This design comes from an exercise in tuning for small area, a short achievable clock period and few clock cycles on the open sky130 flow, not from production work.
Function was checked by simulation only, so behaviour that the tests miss may differ from the original.

Setup of trial 47:
Design anvil_gcm, start of the top module:
module anvil_gcm (
    input  wire         clk,
    input  wire         rst,
    input  wire         start,
    input  wire [255:0] key,
    input  wire         key_256,
    input  wire [95:0]  iv,
    input  wire         decrypt,
    output reg          idle,
    input  wire         in_valid,
    output reg          in_ready,
    input  wire [127:0] in_data,
    input  wire         in_aad,
    input  wire [4:0]   in_bytes,
    input  wire         in_last,
    output reg          out_valid,
    output reg  [127:0] out_data,
    output reg          tag_valid,
    output reg  [127:0] tag
);
    localparam integer LANES  = 3;            
    localparam integer D      = 32;           
    localparam integer BATCH  = 30;           
    localparam integer GSTEPS = 128 / D;      
    localparam integer GLOAD  = (LANES >= 3) ? 1 : 0;
    localparam integer NG     = 2;            
    localparam integer NE     = NG * LANES;   
    localparam integer EW     = (NE > 8) ? 4 : (NE > 4) ? 3 : 2;    
    reg [255:0] key_r;
    reg         k256_r;
    reg [95:0]  iv_r;
    reg         dec_r;
    reg [127:0] h_r;
    reg [127:0] ej0_r;
    reg [13:0]  len_a;           
    reg [13:0]  len_c;           
    wire acc_start = start & idle;
    reg  open;                   
    wire acc_in    = in_valid & in_ready;
    reg  [4:0]  bc;              
    reg         batch0;          
    reg  [10:0] cb;              
    reg         push_a, push_b;  
    reg         pushed_a;        
    reg         ld_a;            
    reg  [LANES-1:0] ld;         
    reg         at28, at29;      
    reg         k_adv;           
    reg         k_ld;            
    reg  [3:0]  kstep;           
    wire [4:0]  bc_n   = (acc_start | (bc == BATCH - 1)) ? 5'd0 : bc + 5'd1;
    wire        k256_n = acc_start ? key_256 : k256_r;
    wire [4:0]  l0_n   = k256_n ? 5'd0 : 5'd8;           
    wire [4:0]  rel_n  = bc_n - l0_n;
    wire [127:0] rk;
    aes_keysched u_ks (
        .clk(clk), .load(~open | k_ld), .key(open ? key_r : key),
  ...
For scale: roughly 22000 cells after synthesis, roughly 220000 um2 of cells after synthesis.
clock: 12.0 ns
lec_check: 0
cap_margin: 40
core_margin: 2
core_utilization: 55
slew_margin: 40
standard.sh (not shown) runs the stock make flow with config.mk's settings and CLKGATE_MAP_FILE= SYNTH_SCRIPT=/design/flow/synth_recipe.tcl, a recipe that flattens the netlist after the stock synthesis.
==> flow/flow/run.sh <==
#!/bin/bash
set -euo pipefail
here=$(pwd)
rm -rf "$here/scripts"
cp -r "$FLOW_HOME/scripts" "$here/scripts"
cp "$here/flow/abc_map.script" "$here/scripts/abc_speed.script"
bash standard.sh SCRIPTS_DIR="$here/scripts" SETUP_SLACK_MARGIN=7.8 finish \
    > standard.log 2>&1
==> flow/flow/abc_map.script <==
strash
ifraig
scorr
dc2
strash
&get -n
&dch -f
&nf
&put
Trial 47: no failed stages, no open violations at the end
Testbench counts of trial 47, summed over its fixed seeds: cycles 42,398.
[inputs] build 72 vs trial 47
--- a/flow/flow/run.sh
+++ b/flow/flow/run.sh
@@ -7 +7 @@
-bash standard.sh SCRIPTS_DIR="$here/scripts" SETUP_SLACK_MARGIN=7.8 finish \
+bash standard.sh SCRIPTS_DIR="$here/scripts" SETUP_SLACK_MARGIN=8.2 finish \
Comparing trial 47 against build 72, there is no change at all in placement row count.
Looking at via count across build 72 and trial 47, the one that comes out higher is build 72.
Hold slack on build 72 is down relative to trial 47.
The global-route usage reported for build 72 is greater than that of trial 47 by 0.66 points.
Reported for build 72 and trial 47, number of clock buffers in the layout turned out identical to the last digit.
Instance area after placement essentially unchanged between trial 47 and build 72.

* * *

anvil_gcm, a different RTL version from the one above (not shown whole).
Size: ~2700 flip-flops, about 750 I/O pins, ~160000 sq um of cells after synthesis.
Settings: LEC_CHECK=0, CAP_MARGIN=20, CORE_MARGIN=2, CORE_UTILIZATION=65, SLEW_MARGIN=20; clock period 12.0 ns.
==> flow/flow/run.sh <==
#!/bin/bash
set -euo pipefail
here=$(pwd)
rm -rf "$here/scripts"
cp -r "$FLOW_HOME/scripts" "$here/scripts"
cp "$here/flow/abc_map.script" "$here/scripts/abc_speed.script"
bash standard.sh SCRIPTS_DIR="$here/scripts" SETUP_SLACK_MARGIN=8.2 \
    MAX_REPAIR_ANTENNAS_ITER_DRT=10 finish > standard.log 2>&1
Scripts as last shown in full above: flow/flow/abc_map.script
Testbench counts at the start, summed over its fixed seeds: cycles 62,200.
Rerun with:
- CORE_UTILIZATION: 65 -> 55
After rerunning: Non-clock buffer count went up by 53; worst setup slack improves by 0.14 ns; hold slack stays flat; maximum frequency went up by 3.5%; clock skew went down by 0.022 ns; core utilization went down by 11 points; flip-flop and latch count stays the same; synthesized area does not change; die area went up by 18%.

[separate check: timing with driven ports]
No port has a modelled driver above. Below, the same layouts with a new extraction and two added sets of constraints. Step 1, drivers: a clkbuf_16 drives clk and a buf_2 each remaining input, both assumed. Step 2, shift: input delay + t, output delay - t, t = (earliest + latest rising clock arrival at the registers) / 2. This alone moves slack from input paths to output paths. Slacks: no drivers / after step 1 / after step 2; pairs: no drivers / after step 1.
run	t (ns)	setup slack, ns	worst hold slack (ns)	worst slew at a driven data input, ns	pins driven straight from the clock port
trial 47	1.141	7.576 / 7.576 / 6.687	0.439 / 0.439 / 0.439	0.33	1
build 72	1.135	7.880 / 7.784 / 7.150	0.433 / 0.433 / 0.433	0.34	1
the first run of note 2	1.058	7.947 / 7.947 / 7.125	0.429 / 0.429 / 0.429	0.41	1
the second run of note 2	1.051	8.083 / 7.970 / 7.258	0.429 / 0.429 / 0.429	0.19	1
After both steps setup and hold are still met in every run listed. The setup slack of trial 47, which loses most, moves by 0.000 ns with the drivers and by -0.889 ns with both steps.
